From an optimization exercise on the open Yosys and OpenROAD flow, aimed at small area, a short achievable clock period and few clock cycles; shortcuts taken in it are not production practice.
No functional check of the RTL was part of any run shown here.

$ cat flow/run.sh
#!/bin/bash
# synth_recipe.tcl (not shown) runs the flow's synth.tcl, then flattens the netlist and writes it again
# the make line also repeats each setting of config.mk as NAME=value (left out here)
make -C /OpenROAD-flow-scripts/flow DESIGN_CONFIG=/design/flow/config.mk WORK_HOME=/design/flow/orfs CLKGATE_MAP_FILE= SYNTH_SCRIPT=/design/flow/synth_recipe.tcl finish
$ cat flow/config.mk
export PLATFORM = sky130hd
export DESIGN_NAME = dsl_cmac
export DESIGN_NICKNAME = dsl_cmac
export VERILOG_FILES = /design/flow/design.v
export SDC_FILE = /design/flow/constraint.sdc
export NUM_CORES = 8
export LEC_CHECK = 0
export CAP_MARGIN = 40
export CORE_MARGIN = 2
export CORE_UTILIZATION = 30
export PLACE_DENSITY = 0.45
export SETUP_SLACK_MARGIN = 3
export SLEW_MARGIN = 30
export SYNTH_HIERARCHICAL = 1
export SYNTH_MINIMUM_KEEP_SIZE = 0
$ cat flow/constraint.sdc
create_clock -name core_clock -period 10.0 [get_ports {clk}]
set_input_delay 2.0000 -clock core_clock [delete_from_list [all_inputs] [get_ports {clk}]]
set_output_delay 2.0000 -clock core_clock [all_outputs]
set_load 0.01 [all_outputs]
$ cat flow/design.v
module aes_sbox (input wire [7:0] x, output wire [7:0] y);
    wire L0, L1, L2, L3, L4, L5, L6, L7, L8, L9, L10, L11, L12, L13, L14, L15, L16, L17, L18, L19, L20, L21, L22, L23, L24, L25, L26, L27, L28, L29, M1, M2, M3, M4, M5, M6, M7, M8, M9, M10, M11, M12, M13, M14, M15, M16, M17, M18, M19, M20, M21, M22, M23, M24, M25, M26, M27, M28, M29, M30, M31, M32, M33, M34, M35, M36, M37, M38, M39, M40, M41, M42, M43, M44, M45, M46, M47, M48, M49, M50, M51, M52, M53, M54, M55, M56, M57, M58, M59, M60, M61, M62, M63, T1, T2, T3, T4, T5, T6, T7, T8, T9, T10, T11, T12, T13, T14, T15, T16, T17, T18, T19, T20, T21, T22, T23, T24, T25, T26, T27;
    wire U0 = x[7], U1 = x[6], U2 = x[5], U3 = x[4], U4 = x[3], U5 = x[2], U6 = x[1], U7 = x[0];
    cm_xor2 g_T1 (.a(U0), .b(U3), .y(T1));
    cm_xor2 g_T2 (.a(U0), .b(U5), .y(T2));
    cm_xor2 g_T3 (.a(U0), .b(U6), .y(T3));
    cm_xor2 g_T4 (.a(U3), .b(U5), .y(T4));
    cm_xor2 g_T5 (.a(U4), .b(U6), .y(T5));
    cm_xor2 g_T6 (.a(T1), .b(T5), .y(T6));
    cm_xor2 g_T7 (.a(U1), .b(U2), .y(T7));
    cm_xor2 g_T8 (.a(U7), .b(T6), .y(T8));
    cm_xor2 g_T9 (.a(U7), .b(T7), .y(T9));
    cm_xor2 g_T10 (.a(T6), .b(T7), .y(T10));
    cm_xor2 g_T11 (.a(U1), .b(U5), .y(T11));
    cm_xor2 g_T12 (.a(U2), .b(U5), .y(T12));
    cm_xor2 g_T13 (.a(T3), .b(T4), .y(T13));
    cm_xor2 g_T14 (.a(T6), .b(T11), .y(T14));
    cm_xor2 g_T15 (.a(T5), .b(T11), .y(T15));
    cm_xor2 g_T16 (.a(T5), .b(T12), .y(T16));
    cm_xor2 g_T17 (.a(T9), .b(T16), .y(T17));
    cm_xor2 g_T18 (.a(U3), .b(U7), .y(T18));
    cm_xor2 g_T19 (.a(T7), .b(T18), .y(T19));
    cm_xor2 g_T20 (.a(T1), .b(T19), .y(T20));
    cm_xor2 g_T21 (.a(U6), .b(U7), .y(T21));
    cm_xor2 g_T22 (.a(T7), .b(T21), .y(T22));
    cm_xor2 g_T23 (.a(T2), .b(T22), .y(T23));
    cm_xor2 g_T24 (.a(T2), .b(T10), .y(T24));
    cm_xor2 g_T25 (.a(T20), .b(T17), .y(T25));
    cm_xor2 g_T26 (.a(T3), .b(T16), .y(T26));
    cm_xor2 g_T27 (.a(T1), .b(T12), .y(T27));
    cm_nand2 g_M1 (.a(T13), .b(T6), .y(M1));
    cm_nand2 g_M2 (.a(T23), .b(T8), .y(M2));
    cm_xnor2 g_M3 (.a(T14), .b(M1), .y(M3));
    cm_nand2 g_M4 (.a(T19), .b(U7), .y(M4));
    cm_xor2 g_M5 (.a(M4), .b(M1), .y(M5));
    cm_nand2 g_M6 (.a(T3), .b(T16), .y(M6));
    cm_nand2 g_M7 (.a(T22), .b(T9), .y(M7));
    cm_xnor2 g_M8 (.a(T26), .b(M6), .y(M8));
    cm_nand2 g_M9 (.a(T20), .b(T17), .y(M9));
    cm_xor2 g_M10 (.a(M9), .b(M6), .y(M10));
    cm_nand2 g_M11 (.a(T1), .b(T15), .y(M11));
    cm_nand2 g_M12 (.a(T4), .b(T27), .y(M12));
    cm_xor2 g_M13 (.a(M12), .b(M11), .y(M13));
    cm_nand2 g_M14 (.a(T2), .b(T10), .y(M14));
    cm_xor2 g_M15 (.a(M14), .b(M11), .y(M15));
    cm_xnor2 g_M16 (.a(M3), .b(M2), .y(M16));
    cm_xor2 g_M17 (.a(M5), .b(T24), .y(M17));
    cm_xnor2 g_M18 (.a(M8), .b(M7), .y(M18));
    cm_xor2 g_M19 (.a(M10), .b(M15), .y(M19));
    cm_xor2 g_M20 (.a(M16), .b(M13), .y(M20));
    cm_xor2 g_M21 (.a(M17), .b(M15), .y(M21));
    cm_xor2 g_M22 (.a(M18), .b(M13), .y(M22));
    cm_xor2 g_M23 (.a(M19), .b(T25), .y(M23));
    cm_xnor2 g_M24 (.a(M22), .b(M23), .y(M24));
    cm_nand2 g_M25 (.a(M22), .b(M20), .y(M25));
    cm_xor2 g_M26 (.a(M21), .b(M25), .y(M26));
    cm_xnor2 g_M27 (.a(M20), .b(M21), .y(M27));
    cm_xor2 g_M28 (.a(M23), .b(M25), .y(M28));
    cm_nor2 g_M29 (.a(M28), .b(M27), .y(M29));
    cm_nor2 g_M30 (.a(M26), .b(M24), .y(M30));
    cm_nand2 g_M31 (.a(M20), .b(M23), .y(M31));
    cm_nor2 g_M32 (.a(M27), .b(M31), .y(M32));
    cm_xor2 g_M33 (.a(M27), .b(M25), .y(M33));
    cm_nand2 g_M34 (.a(M21), .b(M22), .y(M34));
    cm_nor2 g_M35 (.a(M24), .b(M34), .y(M35));
    cm_xor2 g_M36 (.a(M24), .b(M25), .y(M36));
    cm_xor2 g_M37 (.a(M21), .b(M29), .y(M37));
    cm_xor2 g_M38 (.a(M32), .b(M33), .y(M38));
    cm_xor2 g_M39 (.a(M23), .b(M30), .y(M39));
    cm_xor2 g_M40 (.a(M35), .b(M36), .y(M40));
    cm_xor2 g_M41 (.a(M38), .b(M40), .y(M41));
    cm_xor2 g_M42 (.a(M37), .b(M39), .y(M42));
    cm_xor2 g_M43 (.a(M37), .b(M38), .y(M43));
    cm_xor2 g_M44 (.a(M39), .b(M40), .y(M44));
    cm_xor2 g_M45 (.a(M42), .b(M41), .y(M45));
    cm_nand2 g_M46 (.a(M44), .b(T6), .y(M46));
    cm_nand2 g_M47 (.a(M40), .b(T8), .y(M47));
    cm_nand2 g_M48 (.a(M39), .b(U7), .y(M48));
    cm_nand2 g_M49 (.a(M43), .b(T16), .y(M49));
    cm_nand2 g_M50 (.a(M38), .b(T9), .y(M50));
    cm_nand2 g_M51 (.a(M37), .b(T17), .y(M51));
    cm_nand2 g_M52 (.a(M42), .b(T15), .y(M52));
    cm_nand2 g_M53 (.a(M45), .b(T27), .y(M53));
    cm_nand2 g_M54 (.a(M41), .b(T10), .y(M54));
    cm_nand2 g_M55 (.a(M44), .b(T13), .y(M55));
    cm_nand2 g_M56 (.a(M40), .b(T23), .y(M56));
    cm_nand2 g_M57 (.a(M39), .b(T19), .y(M57));
    cm_nand2 g_M58 (.a(M43), .b(T3), .y(M58));
    cm_nand2 g_M59 (.a(M38), .b(T22), .y(M59));
    cm_nand2 g_M60 (.a(M37), .b(T20), .y(M60));
    cm_nand2 g_M61 (.a(M42), .b(T1), .y(M61));
    cm_nand2 g_M62 (.a(M45), .b(T4), .y(M62));
    cm_nand2 g_M63 (.a(M41), .b(T2), .y(M63));
    cm_xor2 g_L0 (.a(M61), .b(M62), .y(L0));
    cm_xor2 g_L1 (.a(M50), .b(M56), .y(L1));
    cm_xor2 g_L2 (.a(M46), .b(M48), .y(L2));
    cm_xor2 g_L3 (.a(M47), .b(M55), .y(L3));
    cm_xor2 g_L4 (.a(M54), .b(M58), .y(L4));
    cm_xor2 g_L5 (.a(M49), .b(M61), .y(L5));
    cm_xnor2 g_L6 (.a(M62), .b(L5), .y(L6));
    cm_xnor2 g_L7 (.a(M46), .b(L3), .y(L7));
    cm_xor2 g_L8 (.a(M51), .b(M59), .y(L8));
    cm_xor2 g_L9 (.a(M52), .b(M53), .y(L9));
    cm_xnor2 g_L10 (.a(M53), .b(L4), .y(L10));
    cm_xnor2 g_L11 (.a(M60), .b(L2), .y(L11));
    cm_xor2 g_L12 (.a(M48), .b(M51), .y(L12));
    cm_xnor2 g_L13 (.a(M50), .b(L0), .y(L13));
    cm_xor2 g_L14 (.a(M52), .b(M61), .y(L14));
    cm_xnor2 g_L15 (.a(M55), .b(L1), .y(L15));
    cm_xnor2 g_L16 (.a(M56), .b(L0), .y(L16));
    cm_xnor2 g_L17 (.a(M57), .b(L1), .y(L17));
    cm_xnor2 g_L18 (.a(M58), .b(L8), .y(L18));
    cm_xnor2 g_L19 (.a(M63), .b(L4), .y(L19));
    cm_xor2 g_L20 (.a(L0), .b(L1), .y(L20));
    cm_xor2 g_L21 (.a(L1), .b(L7), .y(L21));
    cm_xor2 g_L22 (.a(L3), .b(L12), .y(L22));
    cm_xor2 g_L23 (.a(L18), .b(L2), .y(L23));
    cm_xor2 g_L24 (.a(L15), .b(L9), .y(L24));
    cm_xor2 g_L25 (.a(L6), .b(L10), .y(L25));
    cm_xor2 g_L26 (.a(L7), .b(L9), .y(L26));
    cm_xor2 g_L27 (.a(L8), .b(L10), .y(L27));
    cm_xor2 g_L28 (.a(L11), .b(L14), .y(L28));
    cm_xor2 g_L29 (.a(L11), .b(L17), .y(L29));
    cm_xor2 g_S0 (.a(L6), .b(L24), .y(y[7]));
    cm_xnor2 g_S1 (.a(L16), .b(L26), .y(y[6]));
    cm_xnor2 g_S2 (.a(L19), .b(L28), .y(y[5]));
    cm_xor2 g_S3 (.a(L6), .b(L21), .y(y[4]));
    cm_xor2 g_S4 (.a(L20), .b(L22), .y(y[3]));
    cm_xor2 g_S5 (.a(L25), .b(L29), .y(y[2]));
    cm_xnor2 g_S6 (.a(L13), .b(L27), .y(y[1]));
    cm_xnor2 g_S7 (.a(L6), .b(L23), .y(y[0]));
endmodule
module cm_xor2 (input wire a, input wire b, output wire y);
    assign y = a ^ b;
endmodule
module cm_xnor2 (input wire a, input wire b, output wire y);
    assign y = ~(a ^ b);
endmodule
module cm_nand2 (input wire a, input wire b, output wire y);
    assign y = ~(a & b);
endmodule
module cm_nor2 (input wire a, input wire b, output wire y);
    assign y = ~(a | b);
endmodule
module aes_round (
    input  wire [127:0] state_in,
    output wire [127:0] shifted,      
    output wire [127:0] mixed         
);
    wire [127:0] sub;
    genvar i, j, b;
    generate
        for (i = 0; i < 16; i = i + 1) begin : g_sub
            aes_sbox u_sbox (.x(state_in[127 - 8*i -: 8]), .y(sub[127 - 8*i -: 8]));
        end
        for (i = 0; i < 16; i = i + 1) begin : g_shift
            assign shifted[127 - 8*i -: 8] = sub[127 - 8*(((i / 4 + i % 4) % 4) * 4 + i % 4) -: 8];
        end
        for (i = 0; i < 4; i = i + 1) begin : g_mix
            wire [7:0] a [0:3];
            wire [7:0] p [0:3];
            wire [7:0] x [0:3];
            wire [7:0] q [0:3];
            for (j = 0; j < 4; j = j + 1) begin : g_byte
                assign a[j] = shifted[127 - 32*i - 8*j -: 8];
            end
            for (j = 0; j < 4; j = j + 1) begin : g_col
                for (b = 0; b < 8; b = b + 1) begin : g_bit
                    cm_xor2 u_p (.a(a[j][b]), .b(a[(j + 1) % 4][b]), .y(p[j][b]));
                end
                assign x[j][7] = p[j][6];
                assign x[j][6] = p[j][5];
                assign x[j][5] = p[j][4];
                cm_xor2 u_x4 (.a(p[j][3]), .b(p[j][7]), .y(x[j][4]));
                cm_xor2 u_x3 (.a(p[j][2]), .b(p[j][7]), .y(x[j][3]));
                assign x[j][2] = p[j][1];
                cm_xor2 u_x1 (.a(p[j][0]), .b(p[j][7]), .y(x[j][1]));
                assign x[j][0] = p[j][7];
            end
            for (j = 0; j < 4; j = j + 1) begin : g_out
                for (b = 0; b < 8; b = b + 1) begin : g_bit
                    cm_xor2 u_q (.a(a[(j + 1) % 4][b]), .b(p[(j + 2) % 4][b]), .y(q[j][b]));
                    cm_xor2 u_o (.a(q[j][b]), .b(x[j][b]), .y(mixed[127 - 32*i - 8*j - (7 - b)]));
                end
            end
        end
    endgenerate
endmodule
module aes_key_step (
    input  wire [127:0] key_in,
    input  wire [7:0]   rcon,
    output wire [127:0] key_out
);
    wire [31:0] w0 = key_in[127:96];
    wire [31:0] w1 = key_in[95:64];
    wire [31:0] w2 = key_in[63:32];
    wire [31:0] w3 = key_in[31:0];
    wire [31:0] sw;
    aes_sbox u_s0 (.x(w3[23:16]), .y(sw[31:24]));
    aes_sbox u_s1 (.x(w3[15:8]),  .y(sw[23:16]));
    aes_sbox u_s2 (.x(w3[7:0]),   .y(sw[15:8]));
    aes_sbox u_s3 (.x(w3[31:24]), .y(sw[7:0]));
    wire [31:0] n0 = w0 ^ sw ^ {rcon, 24'd0};
    wire [31:0] n1 = w1 ^ n0;
    wire [31:0] n2 = w2 ^ n1;
    wire [31:0] n3 = w3 ^ n2;
    assign key_out = {n0, n1, n2, n3};
endmodule
module dsl_cmac (
    input  wire         clk,
    input  wire         rst_n,         
    input  wire         key_load,
    input  wire [127:0] key,
    input  wire         in_valid,
    output wire         in_ready,
    input  wire [31:0]  in_data,
    input  wire         in_last,
    input  wire [1:0]   in_nbytes,     
    output reg          tag_valid,
    output wire [127:0] tag
);
    reg  [127:0] key_r;         
    reg  [127:0] k1;            
    reg  [127:0] aes_st;        
    reg  [127:0] rk;            
    reg  [3:0]   rnd;           
    reg          kinit;         
    reg          kmode;         
    reg          waitx;         
    reg          cur_last;      
    reg  [127:0] buf_w;
    reg  [1:0]   bcnt;          
    reg          bfull;         
    reg          bpad;          
    reg          bpad80;        
    reg          blast;         
    reg          bwhole;        
    reg          c_mix;         
    reg          c_shift;       
    reg          c_hold;        
    reg          c_rk;          
    reg          c_k0;          
    reg          c_buf;         
    reg          c_start;       
    reg          c_kfin;        
    reg  [7:0]   rcon;          
    assign in_ready = !bfull && !bpad;
    assign tag      = aes_st;
    wire take = in_valid && in_ready;
    wire [127:0] shifted, mixed;
    aes_round u_rd (.state_in(aes_st), .shifted(shifted), .mixed(mixed));
    wire [127:0] k2 = {k1[126:0], 1'b0} ^ (k1[127] ? 128'h87 : 128'h0);
    wire [127:0] bufop = buf_w ^ (blast ? (bwhole ? k1 : k2) : 128'h0);
    wire [127:0] opb = (c_rk ? rk : 128'h0) ^ (c_k0 ? key_r : 128'h0) ^
                       (c_buf ? bufop : 128'h0);
    wire [127:0] opa = (c_mix ? mixed : 128'h0) | (c_shift ? shifted : 128'h0) |
                       (c_hold ? aes_st : 128'h0);
    wire [127:0] st_next = opa ^ opb;
    wire [127:0] rk_next;
    aes_key_step u_ks (.key_in(c_start ? key_r : rk), .rcon(rcon), .key_out(rk_next));
    wire [127:0] l_dbl = {st_next[126:0], 1'b0} ^ (st_next[127] ? 128'h87 : 128'h0);
    wire fin     = (rnd == 4'd10) && !kinit;
    wire running = (rnd != 4'd0) && !kinit;
    wire ld_idle = !running && !kinit && bfull;                   
    wire ld_fin  = fin && !cur_last && !kmode && bfull;           
    wire load    = ld_idle || ld_fin;
    wire start   = load || kinit;                                 
    reg  [3:0] n_rnd;
    reg        n_kinit, n_kmode, n_waitx, n_cur_last;
    reg  [1:0] n_bcnt;
    reg        n_bfull, n_bpad, n_bpad80, n_blast, n_bwhole;
    always @* begin
        n_kinit = key_load;
        n_kmode = kinit ? 1'b1 : (fin ? 1'b0 : kmode);
        n_rnd   = start ? 4'd1 : ((fin || !running) ? 4'd0 : rnd + 4'd1);
        n_cur_last = load ? blast : cur_last;
        n_waitx = (fin && !cur_last && !kmode && !bfull) ? 1'b1 : (load ? 1'b0 : waitx);
        n_bcnt   = bcnt;
        n_bfull  = bfull;
        n_bpad   = bpad;
        n_bpad80 = bpad80;
        n_blast  = blast;
        n_bwhole = bwhole;
        if (load) begin
            n_bfull = 1'b0;
            n_blast = 1'b0;
        end else if (take || bpad) begin
            n_bcnt = bcnt + 2'd1;
            if (bcnt == 2'd3) begin
                n_bfull = 1'b1;
                n_bpad  = 1'b0;
            end else if (take && in_last) begin
                n_bpad = 1'b1;
            end
            n_bpad80 = take && in_last && (in_nbytes == 2'd3);
            if (take && in_last) begin
                n_blast  = 1'b1;
                n_bwhole = (bcnt == 2'd3) && (in_nbytes == 2'd3);
            end
        end
        if (!rst_n) begin
            n_rnd = 4'd0;  n_kinit = 1'b1;  n_kmode = 1'b0;  n_waitx = 1'b0;
            n_cur_last = 1'b0;
            n_bcnt = 2'd0; n_bfull = 1'b0;  n_bpad = 1'b0;   n_bpad80 = 1'b0;
            n_blast = 1'b0; n_bwhole = 1'b0;
        end
    end
    wire n_fin     = (n_rnd == 4'd10) && !n_kinit;
    wire n_running = (n_rnd != 4'd0) && !n_kinit;
    wire n_ld_idle = !n_running && !n_kinit && n_bfull;
    wire n_ld_fin  = n_fin && !n_cur_last && !n_kmode && n_bfull;
    wire n_load    = n_ld_idle || n_ld_fin;
    wire n_start   = n_load || n_kinit;
    reg  [7:0] n_rcon;
    always @* begin
        case (n_start ? 4'd1 : n_rnd + 4'd1)
            4'd1:  n_rcon = 8'h01;
            4'd2:  n_rcon = 8'h02;
            4'd3:  n_rcon = 8'h04;
            4'd4:  n_rcon = 8'h08;
            4'd5:  n_rcon = 8'h10;
            4'd6:  n_rcon = 8'h20;
            4'd7:  n_rcon = 8'h40;
            4'd8:  n_rcon = 8'h80;
            4'd9:  n_rcon = 8'h1b;
            4'd10: n_rcon = 8'h36;
            default: n_rcon = 8'h00;
        endcase
    end
    reg [31:0] wpad;            
    always @* begin
        wpad = in_data;
        if (bpad)
            wpad = {bpad80, 31'd0};
        else if (in_last) begin
            case (in_nbytes)
                2'd0: wpad = {in_data[31:24], 8'h80, 16'h0};
                2'd1: wpad = {in_data[31:16], 8'h80, 8'h0};
                2'd2: wpad = {in_data[31:8],  8'h80};
                default: wpad = in_data;
            endcase
        end
    end
    always @(posedge clk) begin
        if (take || bpad)
            buf_w <= {buf_w[95:0], wpad};
        aes_st <= st_next;
        rk     <= rk_next;
        if (c_kfin)
            k1 <= l_dbl;
    end
    always @(posedge clk) begin
        rnd      <= n_rnd;
        kinit    <= n_kinit;
        kmode    <= n_kmode;
        waitx    <= n_waitx;
        cur_last <= n_cur_last;
        bcnt     <= n_bcnt;
        bfull    <= n_bfull;
        bpad     <= n_bpad;
        bpad80   <= n_bpad80;
        blast    <= n_blast;
        bwhole   <= n_bwhole;
        c_mix    <= n_running && !n_fin;
        c_shift  <= n_fin;
        c_hold   <= n_waitx && !n_kinit && !n_running;
        c_rk     <= n_running;
        c_k0     <= n_kinit || n_load;
        c_buf    <= n_load;
        c_start  <= n_start;
        c_kfin   <= n_fin && n_kmode;
        rcon     <= n_rcon;
        if (!rst_n) begin
            key_r     <= 128'd0;
            tag_valid <= 1'b0;
        end else begin
            tag_valid <= fin && cur_last && !kmode;
            if (key_load)
                key_r <= key;
        end
    end
endmodule
==> flow_summary.toml, run 1 <==
[setup_path]
cp_data_arrival_time_ns = 7.23
critPathLaunch = "aes_st[75]"
rr_startpoint = "aes_st[75]"
slowest_stage = "xnor2_1"
crit_type = "flop to flop"
cp_cell_sequence = "xor2_4, buf_4, xor2_1, nand2_1, xor2_2, xor2_1, nand2_1, xor2_1, nor2_1, xor2_2, xor2_1, nand2_1, xor2_1, xnor2_4, buf_4, xnor2_1, xor2_1, xor2_1, xor2_1, a222oi_1, xnor2_1, xnor2_1"
path_delay_family = "XOR/XNOR gates"
crit_buf_inv = 2
cp-start-kind = "flop"
end_kind = "flop"
worst_path_most_repeated_cell = "xor2_1"
max_stage_delay_ns = 0.65
crit_fanout = 4
required_ns = 10.42

[drt]
drt_iter0_drc = 3136
vias_per_cell = 4.648
drc_errors = 0
drt-total-wl_um = 210200
first_pass_iters = 10
dr_total_vias = 41240
wl_per_cell_um = 23.68
ant_nets = 0

[cts]
clockRootBuffer = "clkbuf_16"
cts_tree = "built"
cts_buffers = 84
clkSinkCount = 671
clock_path_buffers = 3
clk_latency_ns = 0.70
clk_pin_slew_ns = 0.06
htreeDepth = 3
holdBufCountCts = 0

[timing]
fin_ws_ns = 3.195
hold_violations = 0
clock_skew_ns = 0.02798
maxSlewViolCount = 0
finalSetupViolCount = 0
setup_tns_ns = 0
holdWs_ns = 0.4702
relSlewSlack_pct = 38.48
max_freq_mhz = 147.0
period_minus_slack_ns = 6.805
fin_crit_sh_pct = 68.05
rsz0062_at_grt = "yes"
tightest_slew_ns = 0.9163

[final_layout]
regArea_mm2 = 0.01617
post-route-util_pct = 38.18
syn_to_final_growth_pct = 26.48
final_cell_area_mm2 = 0.06893
num-fill-cells = 17980
fin_nets = 6611
final_cells = 8874
diodes = 0
multi_input_area_mm2 = 0.04130
drive_gt1_share_pct = 16.31

[worst_hold_path]
hold_path_class = "flop to flop"
worstHoldStart = "waitx"

[die]
die_width_um = 430.2
core_area_mm2 = 0.1805
die_y_um = 430.2
rows = 156
start_util_pct = 30.18
boundaryPins = 297
fp.dieArea_mm2 = 0.1851

[synthesis]
synth_mux_area_share_pct = 5.014
synth_top_family_by_area = "XOR/XNOR gates"
synth_compound_area_share_pct = 3.965
synth-xor-area-share_pct = 48.45
synth_warnings = 8
netlist_instances = 5964
ys_ff_latch = 671
synth_nets = 6142
synth_area_mm2 = 0.05450
synth_fa_ha_area_share_pct = 0.2525
synth-edff-count = 256
yosys.area_share.simple_pct = 10.83
synthDistinctLibCells = 53
yosysSeqAreaShare_pct = 29.35
synthFlopType = "dfxtp_1"
syn_area_per_cell_um2 = 9.138
ys_async_sr_fraction_pct = 0

[placement]
pre_cts_ws_ns = 2.090
dp.cells = 8563
gp_congestion = 0.9177
port_buffers = 296
placed_area_mm2 = 0.06061
dp_hpwl_um = 169600

[run]
max-cap-violations = 0

[global_route]
grt_pass1_wl_um = 296100
groute.usage.overall_pct = 21.97
grt_antenna_before_repair = 4
grt_pass1_vias = 41500
grt_max_degree = 75
gr-total-overflow = 0

[outcome]
status = "finished clean"
-- Yosys cell counts, drive strengths merged (2+ instances only) --
library cell | number | share of area [%]
edfxtp | 256 | 14
nand3b | 3 | 0.041
a211oi | 2 | 0.028
nor2b | 140 | 1.6
dfxtp | 415 | 15
mux2i | 130 | 2.4
and2b | 2 | 0.028
nor3 | 9 | 0.083
a21oi | 2 | 0.018
nor3b | 5 | 0.069
o21ai | 134 | 1.2
inv | 142 | 0.98
a222oi | 128 | 2.4
xor2 | 2133 | 34
clkbuf | 127 | 0.87
mux2 | 126 | 2.6
o2bb2ai | 2 | 0.032
o21a | 5 | 0.069
a21o | 3 | 0.041
buf | 33 | 0.29
nand3 | 4 | 0.037
and2 | 25 | 0.29
nor4 | 2 | 0.034
a21boi | 4 | 0.055
and3 | 2 | 0.023
nand2 | 1120 | 7.7
nor2 | 101 | 0.70
nand2b | 6 | 0.073
ha | 11 | 0.25
xnor2 | 877 | 14
-- layout by cell type, fill, tap and decap left out, drive strengths merged, types with 11 or more instances in the layout --
master / netlist / layout
mux2i: 130 / 130
clkbuf: 127 / 124
buf: 33 / 238
clkdlybuf4s50: 0 / 294
and2: 25 / 25
nor2b: 140 / 140
nor2: 101 / 101
nand2: 1120 / 1120
ha: 11 / 11
edfxtp: 256 / 256
a222oi: 128 / 128
o21ai: 134 / 134
inv: 142 / 148
xor2: 2133 / 2133
clkinv: 0 / 23
xnor2: 877 / 877
mux2: 126 / 126
dfxtp: 415 / 415
-- cells by family (layout without fill, tap and decap cells) --
group	after synthesis	in the layout
AND/OR/NAND/NOR	1426	1426
AO/OA/AOI/OAI	287	287
multiplexers	256	256
XOR/XNOR	3011	3011
flip-flops	671	671
buffers and inverters	302	842
adder cells (fa/ha/maj)	11	11
-- final timing paths --
| kind | endpoint | slack, ns | depth (start not counted) |
|---|---|---|---|
| worst max-delay path | k1[25] | 3.20 | 22 |
| worst min-delay path | waitx | 0.47 | 2 |
| worst max register to register | k1[25] | 3.20 | 22 |
| worst min register to register | waitx | 0.47 | 2 |
-- area by class of cell --
type	instances	area share, %
inverters	142	0.7733
multi-input cells	4991	59.92
clock buffers	114	3.496
clock inverters	43	0.7261
flip-flops and latches	671	23.46
well taps	2370	4.302
repair buffers	543	7.325
-- worst reg2reg max path: stages, from the launching register on --
cell and delay (ns):
dfxtp_2 0.50, xor2_4 0.35, buf_4 0.18, xor2_1 0.26, nand2_1 0.22, xor2_2 0.28
xor2_1 0.35, nand2_1 0.25, xor2_1 0.22, nor2_1 0.20, xor2_2 0.29, xor2_1 0.28
nand2_1 0.20, xor2_1 0.39, xnor2_4 0.13, buf_4 0.15, xnor2_1 0.65, xor2_1 0.31
xor2_1 0.29, xor2_1 0.14, a222oi_1 0.55, xnor2_1 0.17, xnor2_1 0.16
-- flip-flops by register name, indices dropped and copies added, names as in the netlist, 2 cells and up --
name and cells:
rcon 8, rnd 4, k1 128, buf_w 128
rk 128, bcnt 2, aes_st 128, key_r 128
-- per-module statistics from Yosys, one instance, submodules excluded, a selection --
module	times used	cells	flops+latches
dsl_cmac	1	2797	671
aes_key_step	1	175	0
cm_xnor2	400	1	0
cm_xor2	1912	1	0
cm_nand2	600	1	0
cm_nor2	80	1	0
-- metal layers --
metal  part of all wire (%)  vias to the layer above  track usage (%)
li1                       -                    19720                -
met1                     44                    20210            28.52
met2                     48                     1041            36.83
met3                    4.1                      275            2.192
met4                    4.8                        2            9.773
met5                 0.0052                        -                0
-- timing repair --
action / in CTS / in global routing
endpoints found under the setup margin: 291 / 328
resized for setup: 200 / 410
pin swaps: 24 / 92
buffers inserted: 32 / 110
==> run 2: changes to the inputs <==
--- a/flow/config.mk
+++ b/flow/config.mk
@@ -9,7 +9,7 @@
 export CORE_MARGIN = 2
 export CORE_UTILIZATION = 30
 export PLACE_DENSITY = 0.45
-export SETUP_SLACK_MARGIN = 3
+export SETUP_SLACK_MARGIN = 4.5
 export SLEW_MARGIN = 30
 export SYNTH_HIERARCHICAL = 1
 export SYNTH_MINIMUM_KEEP_SIZE = 0
==> run 2 against run 1 <==
Against the previous run: design area grew 42%; fmax increased by 4.6%; final cell count up 14%; synthesized cell count unchanged; non-clock buffer count up 1283; clock-buffer cell count rose by 9; critical path depth grew 5; wire length grew 17%; sequential share of layout area down 6.6 points.
==> flow_summary.toml, run 2 <==
[setup_path]
regToRegEndpoint = "k1[122]"
crit_cells = 27
slowest_stage = "a222oi_1"
end_kind = "flop"
required_ns = 10.44
path_delay_family = "XOR/XNOR gates"
crit_type = "flop to flop"
reg2reg_setup_slack_ns = 3.49
max_stage_delay_ns = 0.76
rr_startpoint = "aes_st[44]"
crit_fanout = 5
ff2ff_path_depth = 27
crit_buf_inv = 5
worst_path_most_repeated_cell = "xor2_1"
cp-start-kind = "flop"
cp_data_arrival_time_ns = 6.94

[global_route]
groute.usage.overall_pct = 24.22
gr-total-overflow = 0
grt_pass1_wl_um = 328300
grt_max_degree = 75
grt_pass1_vias = 47910
grt_antenna_before_repair = 1

[synthesis]
synth_top_area_share_pct = 34.28
synth_compound_area_share_pct = 3.965
synthDistinctLibCells = 53
yosysMostFrequentCell = "xor2_1"
synth-edff-count = 256
synth_fa_ha_area_share_pct = 0.2525
yosys.area_share.simple_pct = 10.83
synth_top_family_by_area = "XOR/XNOR gates"
synth_mux_area_share_pct = 5.014
ys_async_sr_fraction_pct = 0
synth_warnings = 8
synth-xor-area-share_pct = 48.45
synth.area.top_cells = "xor2_1, dfxtp_1, edfxtp_1, xnor2_1, nand2_1"
synth_top_area_cell = "xor2_1"
synth_nets = 6142
syn_area_per_cell_um2 = 9.138
synth_area_mm2 = 0.05450
yosys-top-cells-count = "xor2_1, nand2_1, xnor2_1"
ys_ff_latch = 671
yosysSeqAreaShare_pct = 29.35
synthFlopType = "dfxtp_1"
netlist_instances = 5964

[run]
max-cap-violations = 0

[die]
die_width_um = 430.2
rows = 156
start_util_pct = 30.18
fp.dieArea_mm2 = 0.1851
core_area_mm2 = 0.1805
boundaryPins = 297
die_y_um = 430.2

[final_layout]
fin_nets = 7893
final_cell_mix = "buf_4, nand2_1, xor2_2, xor2_1, xnor2_1"
drive_gt1_share_pct = 49.65
mostFrequentLayoutCell = "buf_4"
syn_to_final_growth_pct = 79.68

[cts]
htreeDepth = 3
clk_pin_slew_ns = 0.06
cts_tree = "built"
clockRootBuffer = "clkbuf_16"
cts_buffers = 83
clkSinkCount = 671
clock_path_buffers = 3
clk_latency_ns = 0.69

[timing]
setup_tns_ns = 0
fin_crit_sh_pct = 65.07
rsz0062_at_grt = "yes"
finalSetupViolCount = 0
clock_skew_ns = 0.02706
hold_violations = 0
maxSlewViolCount = 0
period_minus_slack_ns = 6.507
max_freq_mhz = 153.7
tightest_slew_ns = 1.072
relSlewSlack_pct = 28.52

[drt]
first_pass_iters = 10
wl_per_cell_um = 24.17
drt_iter0_drc = 3868
ant_nets = 0
drc_errors = 0
vias_per_cell = 4.722
drt-total-wl_um = 245500
dr_total_vias = 47970

[placement]
dp_hpwl_um = 166600
port_buffers = 296
gp_congestion = 0.9347

[worst_hold_path]
hold_end = "buf_w[104]"
hold_path_class = "flop to flop"
min_path_cells = 0
worstHoldStart = "buf_w[72]"

[outcome]
status = "finished clean"
-- run 2: cell counts after synthesis --
Identical to the previous run, type by type.
-- run 2: worst max-delay path by stage --
stage | startpoint | to
3_5_place_dp | aes_st[64] | k1[55]
4_1_cts | aes_st[44] | k1[2]
5_1_grt | aes_st[42] | k1[122]
2_1_floorplan | aes_st[47] | k1[1]
3_3_place_gp | aes_st[17] | k1[56]
6_report | aes_st[44] | k1[122]
-- run 2: layout make-up --
class,instances,area [um2]
clock buffer,123,2475
clock inverter,31,291.5
inverter,142,533.0
sequential,671,16500
tap,2370,2965
fill,14650,82630
timing repair buffer,1826,17160
antenna,3,7.507
multi-input combinational,4991,57990
-- run 2: kinds of logic after synthesis --
group / count (synthesis)
compound gates: 287
xor+xnor: 3011
fa+ha+maj: 11
buf+inv: 302
flops: 671
mux: 256
simple gates: 1426
-- run 2: metrics by stage --
step	util (%)	hold WS [ns]	cells	instance area, um2	worst slack [ns]
after floorplan	-	0.4265	5964	56820	4.340
after global placement	34.55	0.4457	8500	62380	2.138
after detailed placement	34.78	0.4638	8537	62800	2.565
after CTS	47.89	0.4777	9671	86470	3.914
after global routing	54.23	0.4838	10150	97910	3.273
final	54.23	0.4835	10160	97920	3.493
-- run 2: repair_timing --
action | CTS | global route
setup buffers | 975 | 471
resized for setup | 1812 | 1029
pin swaps | 1135 | 970
endpoints found under the setup margin | 384 | 381
cloned | 5 | 3
hold buffers | 0 | 0
endpoints found under the hold margin | 0 | 0
-- run 2: metal layers --
metal	wire (um)	part of all wire, %	track usage [%]	vias to the layer above
met5	0	0	0	-
met4	13370	5.4	10.36	0
met3	12630	5.1	2.852	474
met1	97730	40	30.93	24370
li1	-	-	-	21490
met2	121700	50	41.26	1635
-- run 2: modules after synthesis, one instance, submodules excluded, excerpt --
| module | times used | cell area (um2) |
|---|---|---|
| cm_nand2 | 600 | 3.754 |
| aes_key_step | 1 | 1550 |
| dsl_cmac | 1 | 30150 |
| cm_xor2 | 1912 | 8.758 |
| cm_nor2 | 80 | 3.754 |
| cm_xnor2 | 400 | 8.758 |
==> run 3: changes to the inputs <==
--- a/flow/design.v
+++ b/flow/design.v
@@ -243,6 +243,7 @@
     reg          c_buf;         
     reg          c_start;       
     reg          c_kfin;        
+    reg          c_kl;          
     reg  [7:0]   rcon;          
     assign in_ready = !bfull && !bpad;
     assign tag      = aes_st;
@@ -258,13 +259,11 @@
     wire [127:0] st_next = opa ^ opb;
     wire [127:0] rk_next;
     aes_key_step u_ks (.key_in(c_start ? key_r : rk), .rcon(rcon), .key_out(rk_next));
-    wire [127:0] l_dbl = {st_next[126:0], 1'b0} ^ (st_next[127] ? 128'h87 : 128'h0);
-    wire fin     = (rnd == 4'd10) && !kinit;
-    wire running = (rnd != 4'd0) && !kinit;
-    wire ld_idle = !running && !kinit && bfull;                   
-    wire ld_fin  = fin && !cur_last && !kmode && bfull;           
-    wire load    = ld_idle || ld_fin;
-    wire start   = load || kinit;                                 
+    wire [127:0] l_dbl = {aes_st[126:0], 1'b0} ^ (aes_st[127] ? 128'h87 : 128'h0);
+    wire fin     = c_shift;     
+    wire running = c_rk;        
+    wire load    = c_buf;       
+    wire start   = c_start;     
     reg  [3:0] n_rnd;
     reg        n_kinit, n_kmode, n_waitx, n_cur_last;
     reg  [1:0] n_bcnt;
@@ -307,7 +306,7 @@
     end
     wire n_fin     = (n_rnd == 4'd10) && !n_kinit;
     wire n_running = (n_rnd != 4'd0) && !n_kinit;
-    wire n_ld_idle = !n_running && !n_kinit && n_bfull;
+    wire n_ld_idle = !n_running && !n_kinit && n_bfull && !c_kfin;
     wire n_ld_fin  = n_fin && !n_cur_last && !n_kmode && n_bfull;
     wire n_load    = n_ld_idle || n_ld_fin;
     wire n_start   = n_load || n_kinit;
@@ -346,7 +345,7 @@
             buf_w <= {buf_w[95:0], wpad};
         aes_st <= st_next;
         rk     <= rk_next;
-        if (c_kfin)
+        if (c_kl)
             k1 <= l_dbl;
     end
     always @(posedge clk) begin
@@ -369,6 +368,7 @@
         c_buf    <= n_load;
         c_start  <= n_start;
         c_kfin   <= n_fin && n_kmode;
+        c_kl     <= c_kfin && rst_n;
         rcon     <= n_rcon;
         if (!rst_n) begin
             key_r     <= 128'd0;
--- a/flow/config.mk
+++ b/flow/config.mk
@@ -7,9 +7,9 @@
 export LEC_CHECK = 0
 export CAP_MARGIN = 40
 export CORE_MARGIN = 2
-export CORE_UTILIZATION = 30
-export PLACE_DENSITY = 0.45
-export SETUP_SLACK_MARGIN = 4.5
+export CORE_UTILIZATION = 50
+export PLACE_DENSITY = 0.6
+export SETUP_SLACK_MARGIN = 3
 export SLEW_MARGIN = 30
 export SYNTH_HIERARCHICAL = 1
 export SYNTH_MINIMUM_KEEP_SIZE = 0
==> run 3 against run 2 <==
Against the previous run: still clean on timing, DRC and antenna; critical path depth down 5; wire length down 27%; global-route usage up 6.7 points; via count down 15%; fmax down 4.5%; design area down 35%; setup slack worse by 0.31 ns; area after synthesis up 1.1%; sequential cell count up 1; die area down 39%; clock skew down 0.0042 ns; critical path type unchanged; largest cell class unchanged; highest routed layer is now met5.
==> flow_summary.toml, run 3 <==
[final_layout]
syn_to_final_growth_pct = 15.49
final_cell_mix = "xor2_1, nand2_1, xnor2_1, dfxtp_1, clkdlybuf4s50_1"
final_cells = 7734
mostFrequentLayoutCell = "xor2_1"
post-route-util_pct = 58.34
drive_gt1_share_pct = 7.662
fin_nets = 6433
final_cell_area_mm2 = 0.06360

[drt]
vias_per_cell = 5.266
wl_per_cell_um = 23.31
dr_total_vias = 40730
ant_nets = 0
first_pass_iters = 10
drt-total-wl_um = 180300
drc_errors = 0
drt_iter0_drc = 4329

[setup_path]
end_kind = "flop"
reg2reg_setup_slack_ns = 3.18
cp_data_arrival_time_ns = 7.34
ff2ff_path_depth = 22
crit_type = "flop to flop"
required_ns = 10.53
regToRegEndpoint = "aes_st[108]"
rr_startpoint = "aes_st[81]"
crit_fanout = 7
cp-start-kind = "flop"

[die]
rows = 121
core_area_mm2 = 0.1090
die_width_um = 335.9
fp.dieArea_mm2 = 0.1128
boundaryPins = 297
start_util_pct = 50.52
die_y_um = 335.9

[timing]
clock_skew_ns = 0.02289
rsz0062_at_grt = "yes"
hold_violations = 0
finalSetupViolCount = 0
max_freq_mhz = 146.7
setup_tns_ns = 0
maxSlewViolCount = 0
period_minus_slack_ns = 6.816
relSlewSlack_pct = 34.71
tightest_slew_ns = 0.9761
fin_crit_sh_pct = 68.16

[synthesis]
synthFlopType = "dfxtp_1"
synth_warnings = 8
synth-edff-count = 256
synth_top_area_share_pct = 35.93
yosysMostFrequentCell = "xor2_1"
ys_async_sr_fraction_pct = 0
synthDistinctLibCells = 46
synth.area.top_cells = "xor2_1, dfxtp_1, edfxtp_1, xnor2_1, nand2_1"
netlist_instances = 6064
yosysSeqAreaShare_pct = 29.08
ys_ff_latch = 672
yosys-top-cells-count = "xor2_1, nand2_1, xnor2_1"
syn_area_per_cell_um2 = 9.082
synth_area_mm2 = 0.05507
synth_nets = 6240
synth_top_area_cell = "xor2_1"

[placement]
dp_hpwl_um = 143700
port_buffers = 296
gp_congestion = 1.007
dp.cells = 7543
placed_area_mm2 = 0.05877

[worst_hold_path]
hold_end = "waitx"
worstHoldStart = "waitx"
hold_path_class = "flop to flop"
min_path_cells = 2

[cts]
clockRootBuffer = "clkbuf_16"
cts_buffers = 79
clock_path_buffers = 3
cts_tree = "built"
htreeDepth = 3
holdBufCountCts = 0
clk_pin_slew_ns = 0.06
clkSinkCount = 672
clk_latency_ns = 0.65

[global_route]
grt_pass1_vias = 39530
grt_pass1_wl_um = 258300
groute.usage.overall_pct = 30.92
gr-total-overflow = 0
grt_max_degree = 99
grt_antenna_before_repair = 6

[outcome]
status = "finished clean"

[run]
max-cap-violations = 0
run 3: cell types whose count changed after synthesis, moves of 6 or more:
cell	previous run	this run
buf_4	0	126
mux2i_1	129	255
xnor2_1	875	749
xor2_1	2133	2259
mux2_2	126	1
nand2_1	1119	997
nor2_1	101	215
nor3_1	9	3
run 3: per-module statistics from Yosys (local to each module, per instance), excerpt:
module	flops+latches	cell area (um2)
aes_key_step	0	1550
cm_nand2	0	3.754
cm_nor2	0	3.754
cm_xnor2	0	8.758
cm_xor2	0	8.758
dsl_cmac	672	30720
run 3: worst max path at each step:
| stage | slack [ns] | to | cells past startpoint | from |
|---|---|---|---|---|
| global route | 2.85 | aes_st[86] | 22 | aes_st[100] |
| floorplan | 4.02 | rk[30] | 24 | c_start |
| finish | 3.18 | aes_st[108] | 22 | aes_st[81] |
| detailed placement | 2.51 | rk[2] | 23 | c_start |
| CTS | 2.87 | rk[2] | 23 | c_start |
| global placement | 2.55 | aes_st[100] | 22 | aes_st[127] |
run 3: critical path, cell delays in order (launching register included):
cell      delay, ns
dfxtp_1        0.63
xor2_2         0.32
xor2_2         0.31
xor2_1         0.30
nand2_1        0.10
xor2_1         0.25
xor2_1         0.20
xor2_1         0.38
xnor2_1        0.24
xor2_1         0.28
xor2_2         0.28
xor2_1         0.23
nand2_1        0.14
xor2_1         0.21
xnor2_1        0.33
xor2_1         0.24
xor2_1         0.57
xor2_1         0.35
xor2_1         0.26
xor2_1         0.14
a222oi_1       0.60
xnor2_1        0.17
xnor2_1        0.15
run 3: logic make-up (layout without fill, tap and decap cells):
logic type,Yosys count,in the layout,synth area share (%)
AO/OA/AOI/OAI,285,285,3.824
XOR/XNOR,3010,3010,47.91
adder cells (fa/ha/maj),9,9,0.2045
buffers and inverters,428,681,3.851
flip-flops,672,672,29.08
multiplexers,256,256,4.655
other,0,3,0
AND/OR/NAND/NOR,1404,1404,10.47
run 3: metrics by stage:
stage / hold WS (ns) / worst slack (ns)
6_report: 0.4407 / 3.184
5_1_grt: 0.4690 / 2.853
4_1_cts: 0.4447 / 2.869
3_5_place_dp: 0.4280 / 2.512
3_3_place_gp: 0.4204 / 2.549
2_1_floorplan: 0.4099 / 4.017
run 3: layout make-up:
type	count	area, um2
Fill cell	9745	45410
Multi-Input combinational cell	4964	38690
Sequential cell	672	16080
Timing Repair Buffer	398	3899
Clock buffer	110	2180
Tap cell	1414	1769
Inverter	142	540.5
Clock inverter	31	427.9
Antenna cell	3	7.507
run 3: repair_timing:
item | in CTS | in global routing
setup endpoints to repair | 139 | 215
buffers inserted | 1 | 39
resized for setup | 61 | 206
pin swaps | 1 | 24
run 3: layer usage:
layer | vias up | track usage (%) | wire [um]
met5 | - | 0 | 12
li1 | 19440 | - | -
met3 | 237 | 3.702 | 11450
met2 | 1401 | 50.38 | 83180
met4 | 2 | 12.73 | 7860
met1 | 19650 | 41.53 | 77780
==> run 4: changes to the inputs <==
--- a/flow/design.v
+++ b/flow/design.v
@@ -220,6 +220,7 @@
     output wire [127:0] tag
 );
     reg  [127:0] key_r;         
+    reg          kz;            
     reg  [127:0] k1;            
     reg  [127:0] aes_st;        
     reg  [127:0] rk;            
@@ -241,7 +242,8 @@
     reg          c_rk;          
     reg          c_k0;          
     reg          c_buf;         
-    reg          c_start;       
+    reg          c_ks_key;      
+    reg          c_ks_rk;       
     reg          c_kfin;        
     reg          c_kl;          
     reg  [7:0]   rcon;          
@@ -258,20 +260,21 @@
                        (c_hold ? aes_st : 128'h0);
     wire [127:0] st_next = opa ^ opb;
     wire [127:0] rk_next;
-    aes_key_step u_ks (.key_in(c_start ? key_r : rk), .rcon(rcon), .key_out(rk_next));
+    wire [127:0] ks_in = (c_ks_key ? key_r : 128'h0) | (c_ks_rk ? rk : 128'h0);
+    aes_key_step u_ks (.key_in(ks_in), .rcon(rcon), .key_out(rk_next));
     wire [127:0] l_dbl = {aes_st[126:0], 1'b0} ^ (aes_st[127] ? 128'h87 : 128'h0);
     wire fin     = c_shift;     
     wire running = c_rk;        
     wire load    = c_buf;       
-    wire start   = c_start;     
     reg  [3:0] n_rnd;
-    reg        n_kinit, n_kmode, n_waitx, n_cur_last;
+    reg        n_kinit, n_kz, n_kmode, n_waitx, n_cur_last;
     reg  [1:0] n_bcnt;
     reg        n_bfull, n_bpad, n_bpad80, n_blast, n_bwhole;
     always @* begin
         n_kinit = key_load;
+        n_kz    = key_load ? 1'b0 : kz;
         n_kmode = kinit ? 1'b1 : (fin ? 1'b0 : kmode);
-        n_rnd   = start ? 4'd1 : ((fin || !running) ? 4'd0 : rnd + 4'd1);
+        n_rnd   = !c_ks_rk ? 4'd1 : ((fin || !running) ? 4'd0 : rnd + 4'd1);
         n_cur_last = load ? blast : cur_last;
         n_waitx = (fin && !cur_last && !kmode && !bfull) ? 1'b1 : (load ? 1'b0 : waitx);
         n_bcnt   = bcnt;
@@ -298,7 +301,7 @@
             end
         end
         if (!rst_n) begin
-            n_rnd = 4'd0;  n_kinit = 1'b1;  n_kmode = 1'b0;  n_waitx = 1'b0;
+            n_rnd = 4'd0;  n_kinit = 1'b1;  n_kz = 1'b1;  n_kmode = 1'b0;  n_waitx = 1'b0;
             n_cur_last = 1'b0;
             n_bcnt = 2'd0; n_bfull = 1'b0;  n_bpad = 1'b0;   n_bpad80 = 1'b0;
             n_blast = 1'b0; n_bwhole = 1'b0;
@@ -351,6 +354,7 @@
     always @(posedge clk) begin
         rnd      <= n_rnd;
         kinit    <= n_kinit;
+        kz       <= n_kz;
         kmode    <= n_kmode;
         waitx    <= n_waitx;
         cur_last <= n_cur_last;
@@ -364,19 +368,18 @@
         c_shift  <= n_fin;
         c_hold   <= n_waitx && !n_kinit && !n_running;
         c_rk     <= n_running;
-        c_k0     <= n_kinit || n_load;
+        c_k0     <= (n_kinit || n_load) && !n_kz;
         c_buf    <= n_load;
-        c_start  <= n_start;
+        c_ks_key <= n_start && !n_kz;
+        c_ks_rk  <= !n_start;
         c_kfin   <= n_fin && n_kmode;
         c_kl     <= c_kfin && rst_n;
         rcon     <= n_rcon;
-        if (!rst_n) begin
-            key_r     <= 128'd0;
+        if (key_load)
+            key_r <= key;
+        if (!rst_n)
             tag_valid <= 1'b0;
-        end else begin
+        else
             tag_valid <= fin && cur_last && !kmode;
-            if (key_load)
-                key_r <= key;
-        end
     end
 endmodule
--- a/flow/config.mk
+++ b/flow/config.mk
@@ -7,8 +7,8 @@
 export LEC_CHECK = 0
 export CAP_MARGIN = 40
 export CORE_MARGIN = 2
-export CORE_UTILIZATION = 50
-export PLACE_DENSITY = 0.6
+export CORE_UTILIZATION = 30
+export PLACE_DENSITY = 0.45
 export SETUP_SLACK_MARGIN = 3
 export SLEW_MARGIN = 30
 export SYNTH_HIERARCHICAL = 1
==> run 4 against run 3 <==
Against the previous run: largest cell class unchanged; clock-buffer cell count is the same; wire length grew 11%; via count is 3.4% lower; critical path depth up 1; die area up 63%; final cell count up 9.5%; still clean on timing, DRC and antenna; synthesized cell count fell by 4.6%; core utilization is 22 points lower; fmax is 1.7% higher; sequential share of layout area up 1.7 points; non-clock buffer count increased by 29; highest routed layer is now met4.
==> flow_summary.toml, run 4 <==
[timing]
max_freq_mhz = 149.2
clock_skew_ns = 0.02469
fin_crit_sh_pct = 67.01
finalSetupViolCount = 0
holdWs_ns = 0.4445
setup_tns_ns = 0
period_minus_slack_ns = 6.701
relSlewSlack_pct = 38.68
hold_violations = 0
tightest_slew_ns = 0.9167
maxSlewViolCount = 0
rsz0062_at_grt = "yes"

[synthesis]
yosys-top-cells-count = "xor2_1, nand2_1, xnor2_1"
ys_ff_latch = 674
synth_top_area_share_pct = 36.64
yosys.area_share.simple_pct = 11.00
synth-xor-area-share_pct = 48.84
synth_warnings = 8
ys_async_sr_fraction_pct = 0
synth_area_mm2 = 0.05402
yosysSeqAreaShare_pct = 32.09
synth-edff-count = 384
synth_top_area_cell = "xor2_1"
yosysMostFrequentCell = "xor2_1"
synth_nets = 5959
synth_top_family_by_area = "XOR/XNOR gates"
synthFlopType = "edfxtp_1"
synthDistinctLibCells = 43
synth_compound_area_share_pct = 2.707
synth_mux_area_share_pct = 2.374
netlist_instances = 5783
synth.area.top_cells = "xor2_1, edfxtp_1, xnor2_1, dfxtp_1, nand2_1"
syn_area_per_cell_um2 = 9.342
synth_fa_ha_area_share_pct = 0.2084

[setup_path]
crit_type = "flop to flop"
end_kind = "flop"
crit_fanout = 6
cp-start-kind = "flop"
endpoint = "aes_st[86]"
reg2reg_setup_slack_ns = 3.30
required_ns = 10.57
rr_startpoint = "aes_st[92]"
ff2ff_path_depth = 23
regToRegEndpoint = "aes_st[86]"
cp_data_arrival_time_ns = 7.27
critPathLaunch = "aes_st[92]"

[cts]
clock_path_buffers = 3
htreeDepth = 3
holdBufCountCts = 0
cts_buffers = 84
clkSinkCount = 674
clk_latency_ns = 0.69
clockRootBuffer = "clkbuf_16"
cts_tree = "built"
clk_pin_slew_ns = 0.06

[die]
die_width_um = 428.4
rows = 155
start_util_pct = 30.25
boundaryPins = 297
die_y_um = 428.4
fp.dieArea_mm2 = 0.1835
core_area_mm2 = 0.1786

[final_layout]
multi_input_area_mm2 = 0.03725
num-fill-cells = 18080
drive_gt1_share_pct = 9.686
final_cell_mix = "xor2_1, nand2_1, xnor2_1, edfxtp_1, clkdlybuf4s50_1"
fin_nets = 6217
mostFrequentLayoutCell = "xor2_1"
regArea_mm2 = 0.01744
syn_to_final_growth_pct = 19.81

[drt]
drt-total-wl_um = 199400
ant_nets = 0
vias_per_cell = 4.644
dr_total_vias = 39330
drt_iter0_drc = 3333
wl_per_cell_um = 23.55
first_pass_iters = 11
drc_errors = 0

[outcome]
status = "finished clean"

[global_route]
groute.usage.overall_pct = 20.99
gr-total-overflow = 0
grt_use_met3_pct = 2.175
grt_antenna_before_repair = 0
globalRouteMet1Util_pct = 27.61
grt.busiest_layer = "met2"
grt_max_degree = 70
grt_pass1_vias = 39300
grt_pass1_wl_um = 281100
use_met2_pct = 35.14

[worst_hold_path]
hold_path_class = "flop to flop"

[placement]
gp_congestion = 0.9206
dp_hpwl_um = 161900
port_buffers = 296

[run]
max-cap-violations = 0
run 4: cell count changes in the layout (fill, tap and decap cells not counted), sizes merged, moves of 6 or more:
cell / delta
buf: +29
nand2: +259
clkinv: +6
mux2i: -128
dfxtp: -126
o21ai: -128
edfxtp: +128
nor2b: -129
inv: -125
run 4: timing repair:
action	CTS	global route
endpoints found under the setup margin	144	207
buffers inserted	10	35
pin swaps	6	19
gates cloned	0	0
gates resized for setup	93	232
run 4: cell families (layout without fill, tap and decap cells):
kind of cell / after synthesis / in the layout
xor gates and xnor gates: 3010 / 3010
AOI/OAI and AO/OA: 157 / 157
muxes: 128 / 128
DFF: 674 / 674
other: 0 / 1
buffers and inverters: 269 / 598
and+or+nand+nor: 1536 / 1536
adders and majority gates: 9 / 9
run 4: final cells by class:
cell class	instances	area share [%]
Multi-Input combinational cell	4840	57.56
Sequential cell	674	26.95
Timing Repair Buffer	427	6.385
Tap cell	2355	4.552
Clock buffer	110	3.572
Clock inverter	47	0.8911
Inverter	14	0.08892
Antenna cell	1	0.003866
run 4: worst min path at each step:
stage | startpoint | end | slack [ns] | depth (start not counted)
3_5_place_dp | kmode | tag_valid | 0.44 | 1
4_1_cts | kmode | tag_valid | 0.45 | 1
6_report | kmode | tag_valid | 0.44 | 1
2_1_floorplan | waitx | waitx | 0.41 | 2
5_1_grt | kmode | tag_valid | 0.46 | 1
3_3_place_gp | kmode | tag_valid | 0.44 | 1
run 4: per-stage QoR:
step / instance area, um2 / setup WS [ns] / std cells / util (%)
after floorplan: 54020 / 4.103 / 5783 / -
after global placement: 58840 / 2.248 / 8220 / 32.94
after detailed placement: 59220 / 2.509 / 8257 / 33.16
after CTS: 62860 / 2.985 / 8424 / 35.19
after global routing: 64720 / 2.942 / 8467 / 36.24
final: 64730 / 3.299 / 8468 / 36.24
run 4: critical path, cell delays in order, from the launching register on:
cell and delay (ns):
dfxtp_1 0.58, xor2_2 0.36, xor2_2 0.31, xor2_1 0.32
nand2_1 0.10, xor2_1 0.24, xor2_1 0.20, xor2_1 0.37
xnor2_1 0.24, xor2_1 0.23, xor2_1 0.40, xor2_1 0.34
xor2_1 0.23, nand2_1 0.15, xor2_1 0.36, xnor2_1 0.22
xnor2_2 0.15, buf_4 0.17, xor2_1 0.32, xor2_1 0.23
xor2_1 0.09, a222oi_1 0.65, xnor2_1 0.18, xnor2_1 0.15
run 4: routing by layer:
layer  up-vias  share of wire [%]
met4         0                4.7
met1     19310                 44
met3       244                4.2
li1      18730                  -
met5         -                  0
met2      1054                 47
run 4: modules after synthesis (local to each module, per instance), a selection:
| module | area, um2 | copies in the design | flops+latches |
|---|---|---|---|
| aes_key_step | 1550 | 1 | 0 |
| cm_nand2 | 3.754 | 600 | 0 |
| cm_nor2 | 3.754 | 80 | 0 |
| cm_xnor2 | 8.758 | 400 | 0 |
| cm_xor2 | 8.758 | 1912 | 0 |
| dsl_cmac | 29670 | 1 | 674 |
==> run 5: changes to the inputs <==
--- a/flow/config.mk
+++ b/flow/config.mk
@@ -7,8 +7,8 @@
 export LEC_CHECK = 0
 export CAP_MARGIN = 40
 export CORE_MARGIN = 2
-export CORE_UTILIZATION = 30
-export PLACE_DENSITY = 0.45
+export CORE_UTILIZATION = 65
+export PLACE_DENSITY = 0.75
 export SETUP_SLACK_MARGIN = 3
 export SLEW_MARGIN = 30
 export SYNTH_HIERARCHICAL = 1
==> run 5 against run 4 <==
Against the previous run: non-clock buffer count is 58 lower; design area down 4.2%; core utilization is 39 points higher; worst hold slack improved by 0.019 ns; largest cell class unchanged; highest routed layer is now met5.
==> flow_summary.toml, run 5 <==
[cts]
clockRootBuffer = "clkbuf_16"
clkSinkCount = 674
htreeDepth = 3
cts_tree = "built"
clk_latency_ns = 0.66
holdBufCountCts = 0
clk_pin_slew_ns = 0.06
cts_buffers = 75
clock_path_buffers = 3

[timing]
maxSlewViolCount = 0
relSlewSlack_pct = 31.85
rsz0062_at_grt = "no"
finalSetupViolCount = 0
setup_tns_ns = 0
period_minus_slack_ns = 6.833
clock_skew_ns = 0.04170
tightest_slew_ns = 1.019
fin_crit_sh_pct = 68.32
max_freq_mhz = 146.4
hold_violations = 0

[run]
max-cap-violations = 0

[worst_hold_path]
hold_path_class = "flop to flop"
min_path_cells = 2

[global_route]
grt_pass1_wl_um = 244600
grt_antenna_before_repair = 4
grt_max_degree = 75
gr-total-overflow = 0
grt_pass1_vias = 39060
groute.usage.overall_pct = 38.44

[final_layout]
multi_input_area_mm2 = 0.03698
regArea_mm2 = 0.01742
drive_gt1_share_pct = 7.818
mostFrequentLayoutCell = "xor2_1"
final_cell_mix = "xor2_1, nand2_1, xnor2_1, edfxtp_1, clkdlybuf4s50_1"
num-fill-cells = 6067
post-route-util_pct = 75.39
syn_to_final_growth_pct = 14.77
fin_nets = 6150

[setup_path]
slowest_stage = "xnor2_1"
path_delay_family = "XOR/XNOR gates"
crit_cells = 22
cp_cell_sequence = "xor2_2, xor2_1, xor2_1, nand2_1, xor2_1, xor2_1, xor2_2, xnor2_1, xor2_1, xor2_2, xor2_1, nand2_1, xor2_1, xnor2_1, xor2_1, xnor2_1, xor2_1, xor2_1, xor2_1, a222oi_1, xnor2_1, xnor2_1"
crit_type = "flop to flop"
ff2ff_path_depth = 22
crit_buf_inv = 0
crit_fanout = 6
max_stage_delay_ns = 0.70
end_kind = "flop"
cp_data_arrival_time_ns = 7.34
required_ns = 10.51
worst_path_most_repeated_cell = "xor2_1"
cp-start-kind = "flop"

[placement]
port_buffers = 296
dp_hpwl_um = 133300
gp_congestion = 1.024

[drt]
dr_total_vias = 40680
vias_per_cell = 5.721
first_pass_iters = 14
wl_per_cell_um = 23.97
ant_nets = 0
drc_errors = 0
drt-total-wl_um = 170400
drt_iter0_drc = 4580

[die]
rows = 105
fp.dieArea_mm2 = 0.08544
boundaryPins = 297
start_util_pct = 65.69
die_width_um = 292.3
die_y_um = 292.3
core_area_mm2 = 0.08224

[synthesis]
ys_async_sr_fraction_pct = 0
yosysSeqAreaShare_pct = 32.09
yosysMostFrequentCell = "xor2_1"
synth.area.top_cells = "xor2_1, edfxtp_1, xnor2_1, dfxtp_1, nand2_1"
syn_area_per_cell_um2 = 9.342
synth_top_area_cell = "xor2_1"
synth_warnings = 8
synthFlopType = "edfxtp_1"
netlist_instances = 5783
synthDistinctLibCells = 43
synth_top_area_share_pct = 36.64
synth_area_mm2 = 0.05402
ys_ff_latch = 674
synth-edff-count = 384
synth_nets = 5959
yosys-top-cells-count = "xor2_1, nand2_1, xnor2_1"

[outcome]
status = "finished clean"
[run 5: metal layers]
metal / share of wire, % / GRT usage, % / wire length [um]
met2: 46 / 61.47 / 78060
met4: 5.8 / 19.94 / 9954
met1: 39 / 49.76 / 66880
met5: 0.015 / 0 / 25
met3: 9.1 / 7.193 / 15480
[run 5: timing repair]
action	CTS	global route
endpoints found under the setup margin	74	220
resized for setup	53	216
pin swaps	4	12
buffers inserted	1	29
[run 5: modules after synthesis (local to each module, per instance), excerpt]
module,cell area (um2),cells inside,flip-flops and latches,copies in the design
dsl_cmac,29670,2616,674,1
aes_key_step,1550,175,0,1
cm_xnor2,8.758,1,0,400
cm_xor2,8.758,1,0,1912
cm_nand2,3.754,1,0,600
cm_nor2,3.754,1,0,80
[run 5: stage by stage]
step	hold slack, ns	std cells	cell area (um2)	worst slack (ns)
2_1_floorplan	0.4099	5783	54020	4.103
3_3_place_gp	0.4398	6915	57070	2.530
3_5_place_dp	0.4452	6932	57310	2.558
5_1_grt	0.4800	7109	62000	2.929
6_report	0.4637	7110	62010	3.168
4_1_cts	0.4585	7073	60290	2.958
[run 5: worst paths after layout]
kind,start,endpoint,slack (ns)
hold / removal,waitx,waitx,0.46
setup reg to reg,aes_st[89],aes_st[85],3.17
hold reg to reg,waitx,waitx,0.46
setup / recovery,aes_st[89],aes_st[85],3.17
[run 5: cells by family (layout without fill, tap and decap cells)]
logic type / Yosys count / after routing / synth area share (%)
DFF: 674 / 674 / 32.09
other: 0 / 3 / 0
buffers and inverters: 269 / 523 / 2.777
xor gates and xnor gates: 3010 / 3010 / 48.84
adders and majority gates: 9 / 9 / 0.2084
AOI/OAI and AO/OA: 157 / 157 / 2.707
and+or+nand+nor: 1536 / 1536 / 11.00
muxes: 128 / 128 / 2.374
[run 5: tightest hold or removal path: stages (launching register included)]
cell	delay [ns]
dfxtp_1	0.31
nand2_1	0.05
o41ai_1	0.07
[run 5: cell type report]
type / count / area share, %
Inverter: 14 / 0.09282
Multi-Input combinational cell: 4840 / 59.63
Antenna cell: 3 / 0.01211
Clock inverter: 42 / 0.7466
Sequential cell: 674 / 28.09
Clock buffer: 98 / 3.396
Tap cell: 1070 / 2.159
Timing Repair Buffer: 369 / 5.870

## separate check: timing with driven ports
The flow's constraints put no driver on any port. The routed layouts listed below were extracted and timed again, unchanged, in two steps. Step 1 (the two cells are an assumption about what drives the block):
set clk [get_ports {clk}]
set_driving_cell -lib_cell sky130_fd_sc_hd__clkbuf_16 $clk
set_driving_cell -lib_cell sky130_fd_sc_hd__buf_2 [delete_from_list [all_inputs] $clk]
Step 2 adds t to the input delays and takes it off the output delays; t is the mean of the earliest and latest rising clock arrival at the registers after step 1. Input paths then give back, and output paths get back, about the clock's delay inside the block. Slacks: no drivers / after step 1 / after step 2; pairs: no drivers / after step 1.
run	t (ns)	setup WS [ns]	worst setup path after step 2	worst data-port slew with drivers (ns)
run 1	0.764	3.195 / 3.195 / 3.195	register to register	0.08
run 2	0.756	3.493 / 3.493 / 3.493	register to register	0.06
run 3	0.718	3.184 / 3.184 / 3.184	register to register	0.05
run 4	0.752	3.299 / 3.299 / 3.299	register to register	0.07
run 5	0.707	3.168 / 3.168 / 3.168	register to register	0.10
After both steps every run listed still meets setup and hold.
